Context: an optimization exercise on an open-source flow, tuned for small area. The choices shown serve that exercise and are no tape-out recipe. RTL that was checked went through simulation tests only; none was proved equivalent to the original.

==> v7 <==
==> flow/design.v <==
module lath_8b10b (
    input  wire [9:0] sym,
    input  wire       rd,
    output wire [7:0] data,
    output wire       is_dat,
    output wire       is_k281,
    output wire       is_k285,
    output wire       is_k277,
    output wire       is_k297,
    output wire       err,
    output wire       rd_next
);
    function automatic [4:0] dec6(input [5:0] c);
        case (c)
            6'b100111, 6'b011000: dec6 = 5'd0;
            6'b011101, 6'b100010: dec6 = 5'd1;
            6'b101101, 6'b010010: dec6 = 5'd2;
            6'b110001:            dec6 = 5'd3;
            6'b110101, 6'b001010: dec6 = 5'd4;
            6'b101001:            dec6 = 5'd5;
            6'b011001:            dec6 = 5'd6;
            6'b111000, 6'b000111: dec6 = 5'd7;
            6'b111001, 6'b000110: dec6 = 5'd8;
            6'b100101:            dec6 = 5'd9;
            6'b010101:            dec6 = 5'd10;
            6'b110100:            dec6 = 5'd11;
            6'b001101:            dec6 = 5'd12;
            6'b101100:            dec6 = 5'd13;
            6'b011100:            dec6 = 5'd14;
            6'b010111, 6'b101000: dec6 = 5'd15;
            6'b011011, 6'b100100: dec6 = 5'd16;
            6'b100011:            dec6 = 5'd17;
            6'b010011:            dec6 = 5'd18;
            6'b110010:            dec6 = 5'd19;
            6'b001011:            dec6 = 5'd20;
            6'b101010:            dec6 = 5'd21;
            6'b011010:            dec6 = 5'd22;
            6'b111010, 6'b000101: dec6 = 5'd23;
            6'b110011, 6'b001100: dec6 = 5'd24;
            6'b100110:            dec6 = 5'd25;
            6'b010110:            dec6 = 5'd26;
            6'b110110, 6'b001001: dec6 = 5'd27;
            6'b001110:            dec6 = 5'd28;
            6'b101110, 6'b010001: dec6 = 5'd29;
            6'b011110, 6'b100001: dec6 = 5'd30;
            default:              dec6 = 5'd31;
        endcase
    endfunction
    function automatic [2:0] dec4(input [3:0] c);
        case (c)
            4'b1011, 4'b0100: dec4 = 3'd0;
            4'b1001:          dec4 = 3'd1;
            4'b0101:          dec4 = 3'd2;
            4'b1100, 4'b0011: dec4 = 3'd3;
            4'b1101, 4'b0010: dec4 = 3'd4;
            4'b1010:          dec4 = 3'd5;
            4'b0110:          dec4 = 3'd6;
            default:          dec4 = 3'd7;
        endcase
    endfunction
    wire [5:0] s = sym[9:4];
    wire [3:0] c = sym[3:0];
    wire [2:0] p = s[0] + s[1] + s[2] + s[3] + s[4] + s[5];
    wire [2:0] q = c[0] + c[1] + c[2] + c[3];
    wire p3 = (p == 3'd3);
    wire rd6 = rd ^ !p3;
    wire v6 = (p3 && (rd ? (s[2] | s[1] | s[0]) : (s[5] | s[4] | s[3]))) ||
              (rd ? (p == 3'd2 && !(s[5] && s[4]) && !(s[1] && s[0]))
                  : (p == 3'd4 && (s[5] || s[4]) && (s[1] || s[0])));
    wire a7 = (s[1] == s[0]) && (s[1] != rd6);
    wire v4 = (q == 3'd2 && (rd6 ? (c[1] | c[0]) : (c[3] | c[2]))) ||
              (rd6 ? (q == 3'd1 && (a7 ? !c[0] : !c[3]))
                   : (q == 3'd3 && (a7 ? c[0] : c[3])));
    assign is_dat  = v6 && v4;
    assign is_k281 = rd ? (sym == 10'b1100000110) : (sym == 10'b0011111001);
    assign is_k285 = rd ? (sym == 10'b1100000101) : (sym == 10'b0011111010);
    assign is_k277 = rd ? (sym == 10'b0010010111) : (sym == 10'b1101101000);
    assign is_k297 = rd ? (sym == 10'b0100010111) : (sym == 10'b1011101000);
    assign err     = !(is_dat || is_k281 || is_k285 || is_k277 || is_k297);
    wire [3:0] tot = p + q + rd;
    assign rd_next = tot >= 4'd6;
    wire a = s[5], b = s[4], cc = s[3], d = s[2], e = s[1], i = s[0];
    wire aeqb = ~(a ^ b), ceqd = ~(cc ^ d), eeqi = ~(e ^ i);
    wire p22 = (a & b & ~cc & ~d) | (cc & d & ~a & ~b) | (~aeqb & ~ceqd);
    wire p13 = (~aeqb & ~cc & ~d) | (~ceqd & ~a & ~b);
    wire p31 = (~aeqb & cc & d) | (~ceqd & a & b);
    wire p22bceeqi   = p22 & b & cc & eeqi;
    wire p22bncneeqi = p22 & ~b & ~cc & eeqi;
    wire p22aceeqi   = p22 & a & cc & eeqi;
    wire p22ancneeqi = p22 & ~a & ~cc & eeqi;
    wire p13in  = p13 & ~i;
    wire p31i   = p31 & i;
    wire p13dei = p13 & d & e & i;
    wire p13en  = p13 & ~e;
    wire anbnenin = ~a & ~b & ~e & ~i;
    wire abei     = a & b & e & i;
    wire cndnenin = ~cc & ~d & ~e & ~i;
    wire compa = p22bncneeqi | p31i | p13dei | p22ancneeqi | p13en | abei | cndnenin;
    wire compb = p22bceeqi | p31i | p13dei | p22aceeqi | p13en | abei | cndnenin;
    wire compc = p22bceeqi | p31i | p13dei | p22ancneeqi | p13en | anbnenin | cndnenin;
    wire compd = p22bncneeqi | p31i | p13dei | p22aceeqi | p13en | abei | cndnenin;
    wire compe = p22bncneeqi | p13in | p13dei | p22ancneeqi | p13en | anbnenin | cndnenin;
    wire f = c[3], g = c[2], h = c[1], j = c[0];
    wire y0 = (~g & ~h) | (f & ~j) | (~f & h & j);
    wire y1 = (~f & j) | (g & h) | (f & ~h & ~j);
    wire y2 = (~f & ~g & ~h) | (g & h) | (~g & ~j) | (f & g & j);
    assign data = {y2, y1, y0, e ^ compe, d ^ compd, cc ^ compc, b ^ compb, a ^ compa};
endmodule
module lath_rx (
    input  wire        clk,
    input  wire        rst,           
    input  wire        in_valid,
    input  wire [9:0]  in_sym,        
    output reg         locked,
    output reg         code_err,      
    output reg         fold,          
    output reg         fold_det,      
    output reg         fr_sof,        
    output reg         fr_valid,      
    output wire [7:0]  fr_data,
    output reg         fr_end,        
    output reg  [1:0]  fr_status,     
    output reg         mk_valid,      
    output reg         mk_err,        
    output reg  [7:0]  mk_id,
    output reg  [23:0] mk_lead,
    output reg         mk_origin
);
    localparam [31:0] CRC_RESIDUE = 32'hB798B438;
    localparam [7:0]  C8_RESIDUE  = 8'hAF;
    function automatic [31:0] crc32c_byte(input [31:0] crc, input [7:0] d);
        reg [31:0] c;
        integer i;
        begin
            c = crc ^ {24'd0, d};
            for (i = 0; i < 8; i = i + 1)
                c = c[0] ? ((c >> 1) ^ 32'h82F63B78) : (c >> 1);
            crc32c_byte = c;
        end
    endfunction
    function automatic [7:0] crc8_byte(input [7:0] crc, input [7:0] d);
        reg [7:0] c;
        integer i;
        begin
            c = crc ^ d;
            for (i = 0; i < 8; i = i + 1)
                c = c[7] ? ((c << 1) ^ 8'h07) : (c << 1);
            crc8_byte = c;
        end
    endfunction
    localparam [5:0] AGE0   = 6'b111110;
    localparam [5:0] AGEOUT = 6'b111111;
    function automatic [5:0] age_inc(input [5:0] a);
        age_inc = {a[4:0], ~(a[5] ^ a[4]) | (&a[4:0])};
    endfunction
    localparam [8:0] NC0   = 9'b111111110;
    localparam [8:0] NC511 = 9'b111111111;
    function automatic [8:0] nc_inc(input [8:0] a);
        nc_inc = {a[7:0], ~(a[8] ^ a[4]) | (&a[7:0])};
    endfunction
    localparam [8:0] CNT0 = 9'd502;
    reg         rd;             
    reg  [5:0]  age1, age2, age3;   
    reg  [8:0]  nocomma;        
    reg         prev_k285;      
    reg  [2:0]  fold_run;       
    reg         in_frame, in_mark;
    reg  [8:0]  cnt;            
    reg  [31:0] crc;            
    assign fr_data = mk_lead[23:16];
    wire [7:0] d;
    wire       is_dat, is_k281, is_k285, is_sof, is_eof, d_err, d_rd;
    lath_8b10b u_dec (
        .sym     (in_sym),
        .rd      (rd),
        .data    (d),
        .is_dat  (is_dat),
        .is_k281 (is_k281),
        .is_k285 (is_k285),
        .is_k277 (is_sof),
        .is_k297 (is_eof),
        .err     (d_err),
        .rd_next (d_rd)
    );
    wire is_comma = is_k281 || is_k285;
    wire lose     = locked && ((d_err && age3 != AGEOUT) || (!is_comma && nocomma == NC511));
    wire gain     = !locked && is_comma && !nocomma[3];
    wire parse    = locked && !lose;
    wire idle     = !in_frame && !in_mark;
    wire full     = cnt[8] && !cnt[7];
    wire mk_tail  = cnt[3] && cnt[1];
    wire [31:0] crc_n  = crc32c_byte(crc, d);
    wire [7:0]  crc8_n = crc8_byte(crc[7:0], d);
    wire [8:0]  len9    = {mk_lead[8], mk_lead[7:0]};
    wire        len_hi  = (|mk_lead[15:9]) || (mk_lead[8] && (|mk_lead[7:0]));
    wire        bad_len = len_hi || (cnt != len9);
    wire        bad_crc = (crc != CRC_RESIDUE);
    wire load_top = in_valid && !(in_mark && mk_tail);
    wire shift_lo = in_valid && is_dat &&
                    ((in_mark && !mk_tail) || (in_frame && (cnt == CNT0 + 9'd5 || cnt == CNT0 + 9'd6)));
    wire nc_clr = locked ? (is_comma || lose) : (d_err || gain);
    wire nc_step = locked || is_comma;
    always @(posedge clk) begin
        fr_status <= (is_eof && !lose) ? (bad_len ? 2'd2 : bad_crc ? 2'd1 : 2'd0) : 2'd3;
        if (in_valid) begin
            prev_k285 <= is_k285;
            cnt       <= (idle || !is_dat) ? CNT0 : cnt + 9'd1;
            if (in_frame && is_dat)
                crc <= crc_n;
            else if (in_mark && is_dat)
                crc <= {24'hFFFFFF, crc8_n};
            else
                crc <= 32'hFFFFFFFF;
        end
        if (load_top)
            mk_lead[23:16] <= d;
        if (shift_lo) begin
            mk_id         <= mk_lead[7:0];
            mk_lead[15:0] <= mk_lead[23:8];
        end
        if (in_valid && in_mark && is_dat && mk_tail && !cnt[0])
            mk_origin <= d[0];
        if (!locked) begin
            age1 <= AGEOUT; age2 <= AGEOUT; age3 <= AGEOUT;
            fold_run <= 3'd0;
            in_frame <= 1'b0;
            in_mark  <= 1'b0;
        end else if (in_valid) begin
            if (d_err) begin
                age1 <= AGE0;
                age2 <= age_inc(age1);
                age3 <= age_inc(age2);
            end else begin
                age1 <= age_inc(age1);
                age2 <= age_inc(age2);
                age3 <= age_inc(age3);
            end
            in_frame <= parse && ((in_frame && is_dat && !full) || is_sof);
            in_mark  <= parse && ((in_mark && is_dat && !(mk_tail && cnt[0])) || is_k281);
            if (!parse)
                fold_run <= 3'd0;
            else if (idle && is_dat && d == 8'h4A && prev_k285)
                fold_run <= (fold_run == 3'd7) ? 3'd7 : fold_run + 3'd1;
            else if (!is_k285)
                fold_run <= 3'd0;
        end
        if (rst) begin
            rd        <= 1'b0;
            locked    <= 1'b0;
            nocomma   <= NC0;
            code_err  <= 1'b0;
            fold      <= 1'b0;
            fold_det  <= 1'b0;
            fr_sof    <= 1'b0;
            fr_valid  <= 1'b0;
            fr_end    <= 1'b0;
            mk_valid  <= 1'b0;
            mk_err    <= 1'b0;
        end else begin
            code_err <= in_valid && d_err;
            fold     <= in_valid && parse && idle && is_dat && d == 8'h4A && prev_k285;
            fold_det <= in_valid && parse && idle && is_dat && d == 8'h4A && prev_k285 && fold_run == 3'd7;
            fr_sof   <= in_valid && parse && is_sof;
            fr_valid <= in_valid && parse && in_frame && is_dat && !full;
            fr_end   <= in_valid && locked && in_frame && (lose || !is_dat || full);
            mk_valid <= in_valid && parse && in_mark && is_dat && mk_tail && cnt[0] && crc8_n == C8_RESIDUE;
            mk_err   <= in_valid && parse && in_mark && is_dat && mk_tail && cnt[0] && crc8_n != C8_RESIDUE;
            if (in_valid) begin
                rd <= d_rd;
                if (lose)
                    locked <= 1'b0;
                else if (gain)
                    locked <= 1'b1;
                if (nc_clr)
                    nocomma <= NC0;
                else if (nc_step)
                    nocomma <= nc_inc(nocomma);
            end
        end
    end
endmodule
==> flow/flow/run.sh <==
#!/bin/bash
# Own layout flow: the standard synthesis, then an area-oriented re-mapping of
# the combinational logic only (registers, their names and cell types are kept
# exactly as the standard synthesis made them), then the standard layout steps
# with smaller port buffers.
set -euo pipefail
W=$PWD
R=$W/orfs/results/$FLOW_PLATFORM/lath_rx/base
LIB=$FLOW_HOME/platforms/$FLOW_PLATFORM/lib/sky130_fd_sc_hd__tt_025C_1v80.lib
YOSYS=${YOSYS_EXE:-$FLOW_HOME/../tools/install/yosys/bin/yosys}

# 1. standard synthesis, unchanged
bash standard.sh synth > $W/flow_synth_std.log 2>&1
cp $R/1_2_yosys.v $W/std_1_2_yosys.v

# 2. re-map the combinational cells for area
DU=""
for c in $(sed -n '/^export DONT_USE_CELLS/,/^#/p' $FLOW_HOME/platforms/$FLOW_PLATFORM/config.mk | tr -d '\\' | grep -o 'sky130_fd_sc_hd__[a-z0-9_]*'); do
  DU="$DU -dont_use $c"
done
cat > $W/resyn.ys <<EOF
read_liberty -ignore_miss_func $LIB
read_verilog $W/std_1_2_yosys.v
hierarchy -top $FLOW_TOP
blackbox sky130_fd_sc_hd__*df* sky130_fd_sc_hd__*dl* sky130_fd_sc_hd__conb_1
flatten
rename -hide w:*.*
opt_clean -purge
abc -liberty $LIB $DU -script $W/flow/area.abc
opt_clean -purge
hilomap -singleton -hicell sky130_fd_sc_hd__conb_1 HI -locell sky130_fd_sc_hd__conb_1 LO
insbuf -buf sky130_fd_sc_hd__buf_1 A X
opt_clean -purge
tee -o $W/resyn_stat.txt stat -liberty $LIB
write_verilog -noattr -noexpr -nohex -nodec $R/1_2_yosys.v
EOF
$YOSYS -s $W/resyn.ys > $W/flow_resyn.log 2>&1
rm -f $R/1_synth.odb $R/1_synth.sdc

# 3. the standard layout steps on the re-mapped netlist
bash standard.sh "BUFFER_PORTS_ARGS=-buffer_cell sky130_fd_sc_hd__buf_1" "CTS_ARGS=-sink_clustering_enable -repair_clock_nets -dont_use_dummy_load -sink_clustering_size 30 -sink_clustering_max_diameter 100 -sink_clustering_levels 1 -buf_list sky130_fd_sc_hd__clkbuf_4 sky130_fd_sc_hd__clkbuf_8 -root_buf sky130_fd_sc_hd__clkbuf_8 -tree_buf sky130_fd_sc_hd__clkbuf_8" finish > $W/flow_finish.log 2>&1
==> flow/flow/area.abc <==
strash
dch
amap
==> flow/standard.sh <==
#!/bin/bash
# synth_recipe.tcl (not shown) runs the flow's synth.tcl, then flattens the netlist and writes it again
# the make line also repeats each setting of config.mk as NAME=value (left out here)
make -C /OpenROAD-flow-scripts/flow DESIGN_CONFIG=/design/flow/config.mk WORK_HOME=/design/flow/orfs CLKGATE_MAP_FILE= SYNTH_SCRIPT=/design/flow/synth_recipe.tcl "${@:-finish}"
==> flow/config.mk <==
export PLATFORM = sky130hd
export DESIGN_NAME = lath_rx
export DESIGN_NICKNAME = lath_rx
export VERILOG_FILES = /design/flow/design.v
export SDC_FILE = /design/flow/constraint.sdc
export NUM_CORES = 4
export LEC_CHECK = 0
export CAP_MARGIN = 20
export CORE_MARGIN = 2
export CORE_UTILIZATION = 40
export SLEW_MARGIN = 20
==> flow/constraint.sdc <==
create_clock -name core_clock -period 25.0 [get_ports {clk}]
set_input_delay 5.0000 -clock core_clock [delete_from_list [all_inputs] [get_ports {clk}]]
set_output_delay 5.0000 -clock core_clock [all_outputs]
set_load 0.01 [all_outputs]
==> v19 (differences from v7) <==
==> flow/design.v, changed modules only <==
module lath_rx (
    input  wire        clk,
    input  wire        rst,           
    input  wire        in_valid,
    input  wire [9:0]  in_sym,        
    output reg         locked,
    output reg         code_err,      
    output reg         fold,          
    output reg         fold_det,      
    output reg         fr_sof,        
    output reg         fr_valid,      
    output wire [7:0]  fr_data,
    output reg         fr_end,        
    output reg  [1:0]  fr_status,     
    output reg         mk_valid,      
    output reg         mk_err,        
    output reg  [7:0]  mk_id,
    output reg  [23:0] mk_lead,
    output reg         mk_origin
);
    localparam [31:0] CRC_RESIDUE = 32'hB798B438;
    localparam [7:0]  C8_RESIDUE  = 8'hAF;
    function automatic [31:0] crc32c_byte(input [31:0] crc, input [7:0] d);
        reg [31:0] c;
        integer i;
        begin
            c = crc ^ {24'd0, d};
            for (i = 0; i < 8; i = i + 1)
                c = c[0] ? ((c >> 1) ^ 32'h82F63B78) : (c >> 1);
            crc32c_byte = c;
        end
    endfunction
    function automatic [7:0] crc8_byte(input [7:0] crc, input [7:0] d);
        reg [7:0] c;
        integer i;
        begin
            c = crc ^ d;
            for (i = 0; i < 8; i = i + 1)
                c = c[7] ? ((c << 1) ^ 8'h07) : (c << 1);
            crc8_byte = c;
        end
    endfunction
    function automatic [5:0] age_inc(input [5:0] a);    
        age_inc = (a == 6'd63) ? a : a + 6'd1;
    endfunction
    reg         rd;             
    reg  [5:0]  age1, age2, age3;   
    reg  [8:0]  nocomma;        
    reg         prev_k285;      
    reg  [2:0]  fold_run;       
    reg         in_frame, in_mark;
    reg  [8:0]  cnt;            
    reg  [31:0] crc;            
    assign fr_data = mk_lead[23:16];
    wire [7:0] d;
    wire       is_dat, is_k281, is_k285, is_sof, is_eof, d_err, d_rd;
    lath_8b10b u_dec (
        .sym     (in_sym),
        .rd      (rd),
        .data    (d),
        .is_dat  (is_dat),
        .is_k281 (is_k281),
        .is_k285 (is_k285),
        .is_k277 (is_sof),
        .is_k297 (is_eof),
        .err     (d_err),
        .rd_next (d_rd)
    );
    wire is_comma = is_k281 || is_k285;
    wire lose     = locked && ((d_err && age3 != 6'd63) || (!is_comma && nocomma == 9'd511));
    wire gain     = !locked && is_comma && nocomma[1:0] == 2'd3;
    wire parse    = locked && !lose;
    wire idle     = !in_frame && !in_mark;
    wire full     = (cnt == 9'd266);
    wire [31:0] crc_n  = crc32c_byte(crc, d);
    wire [7:0]  crc8_n = crc8_byte(crc[7:0], d);
    wire [8:0]  len9    = {mk_lead[8], mk_lead[7:0]};
    wire        len_hi  = |mk_lead[15:9];
    wire        bad_len = len_hi || ({1'b0, cnt} != {1'b0, len9} + 10'd10);
    wire        bad_crc = (crc != CRC_RESIDUE);
    wire load_top = in_valid && !(in_mark && cnt[2]);
    wire shift_lo = in_valid && is_dat &&
                    ((in_mark && cnt < 9'd4) || (in_frame && (cnt == 9'd5 || cnt == 9'd6)));
    wire nc_clr = locked ? (is_comma || lose) : (d_err || gain);
    wire nc_inc = locked || is_comma;
    always @(posedge clk) begin
        fr_status <= (is_eof && !lose) ? (bad_len ? 2'd2 : bad_crc ? 2'd1 : 2'd0) : 2'd3;
        if (in_valid) begin
            prev_k285 <= is_k285;
            cnt       <= (idle || !is_dat) ? 9'd0 : cnt + 9'd1;
            if (in_frame && is_dat)
                crc <= crc_n;
            else if (in_mark && is_dat)
                crc <= {24'hFFFFFF, crc8_n};
            else
                crc <= 32'hFFFFFFFF;
        end
        if (load_top)
            mk_lead[23:16] <= d;
        if (shift_lo) begin
            mk_id         <= mk_lead[7:0];
            mk_lead[15:0] <= mk_lead[23:8];
        end
        if (in_valid && in_mark && is_dat && cnt == 9'd4)
            mk_origin <= d[0];
        if (!locked) begin
            age1 <= 6'd63; age2 <= 6'd63; age3 <= 6'd63;
            fold_run <= 3'd0;
            in_frame <= 1'b0;
            in_mark  <= 1'b0;
        end else if (in_valid) begin
            if (d_err) begin
                age1 <= 6'd0;
                age2 <= age_inc(age1);
                age3 <= age_inc(age2);
            end else begin
                age1 <= age_inc(age1);
                age2 <= age_inc(age2);
                age3 <= age_inc(age3);
            end
            in_frame <= parse && ((in_frame && is_dat && !full) || is_sof);
            in_mark  <= parse && ((in_mark && is_dat && cnt != 9'd5) || is_k281);
            if (!parse)
                fold_run <= 3'd0;
            else if (idle && is_dat && d == 8'h4A && prev_k285)
                fold_run <= (fold_run == 3'd7) ? 3'd7 : fold_run + 3'd1;
            else if (!is_k285)
                fold_run <= 3'd0;
        end
        if (rst) begin
            rd        <= 1'b0;
            locked    <= 1'b0;
            nocomma   <= 9'd0;
            code_err  <= 1'b0;
            fold      <= 1'b0;
            fold_det  <= 1'b0;
            fr_sof    <= 1'b0;
            fr_valid  <= 1'b0;
            fr_end    <= 1'b0;
            mk_valid  <= 1'b0;
            mk_err    <= 1'b0;
        end else begin
            code_err <= in_valid && d_err;
            fold     <= in_valid && parse && idle && is_dat && d == 8'h4A && prev_k285;
            fold_det <= in_valid && parse && idle && is_dat && d == 8'h4A && prev_k285 && fold_run == 3'd7;
            fr_sof   <= in_valid && parse && is_sof;
            fr_valid <= in_valid && parse && in_frame && is_dat && !full;
            fr_end   <= in_valid && locked && in_frame && (lose || !is_dat || full);
            mk_valid <= in_valid && parse && in_mark && is_dat && cnt == 9'd5 && crc8_n == C8_RESIDUE;
            mk_err   <= in_valid && parse && in_mark && is_dat && cnt == 9'd5 && crc8_n != C8_RESIDUE;
            if (in_valid) begin
                rd <= d_rd;
                if (lose)
                    locked <= 1'b0;
                else if (gain)
                    locked <= 1'b1;
                if (nc_clr)
                    nocomma <= 9'd0;
                else if (nc_inc)
                    nocomma <= nocomma + 9'd1;
            end
        end
    end
endmodule
--- a/flow/flow/run.sh
+++ b/flow/flow/run.sh
@@ -39,3 +39,3 @@
 
 # 3. the standard layout steps on the re-mapped netlist
-bash standard.sh "BUFFER_PORTS_ARGS=-buffer_cell sky130_fd_sc_hd__buf_1" "CTS_ARGS=-sink_clustering_enable -repair_clock_nets -dont_use_dummy_load -sink_clustering_size 30 -sink_clustering_max_diameter 100 -sink_clustering_levels 1 -buf_list sky130_fd_sc_hd__clkbuf_4 sky130_fd_sc_hd__clkbuf_8 -root_buf sky130_fd_sc_hd__clkbuf_8 -tree_buf sky130_fd_sc_hd__clkbuf_8" finish > $W/flow_finish.log 2>&1
+bash standard.sh "BUFFER_PORTS_ARGS=-buffer_cell sky130_fd_sc_hd__buf_1" finish > $W/flow_finish.log 2>&1
==> flow/flow/area.abc (replaced) <==
strash
&get -n
&deepsyn -T 120
&put
dch -f
amap
strash
dch -f
amap
--- a/flow/config.mk
+++ b/flow/config.mk
@@ -9,3 +9,4 @@
 export CORE_MARGIN = 2
 export CORE_UTILIZATION = 40
+export CTS_BUF_LIST = sky130_fd_sc_hd__clkbuf_8
 export SLEW_MARGIN = 20
==> qor summary <==
item	v19	v7
Starting utilization of the core area	40.84%	40.56%
Die height	128.6 um	127.7 um
Cell area reported after detailed placement	0.006680 mm^2	0.006639 mm^2
Chip Width	128.6 um	127.7 um
Post-synthesis area per instance	8.333 um^2	8.583 um^2
Total nets after synthesis	758	726
Count of placed standard cells including taps	992	966
Outcome	complete, no violations	aborted with a tool error
Stage where the flow stopped	-	clock tree synthesis (4_1_cts)
Port-buffer cells	64	64
Routability Congestion	0.9502	0.9868
Worst slack after detailed placement	14940 ps	14320 ps
Instance count of the mapped netlist	745	713
Floorplan row count	45	45
Synthesized area	0.006208 mm^2	0.006120 mm^2
HPWL after detailed placement	13100 um	13100 um
No functional check of the RTL was part of v7.

==> separate check: timing with driven ports <==
No port has a modelled driver above. Below, the same layout with a new extraction and two added sets of constraints. Step 1 sets driving cells, clkbuf_16 on the clock port and buf_2 on the other inputs (assumed; they add their load-dependent delay and slew). Step 2 adds t to the input delays and takes it off the output delays; t is the mean of the earliest and latest rising clock arrival at the registers after step 1. Input paths then give back, and output paths get back, about the clock's delay inside the block. a / b / c = ideal ports / drivers / drivers and shift; a / b = the first two.
run: v19
shift t [ns]: 0.467
setup WS [ns]: 15.212 / 15.221 / 14.754
hold slack, ns: 0.474 / 0.474 / 0.474
worst data-port slew with drivers (ns): 0.05
pins driven straight from the clock port: 1
After both steps setup and hold are still met in v19. For v19, drivers alone change the setup slack by +0.009 ns; drivers and shift together by -0.458 ns.
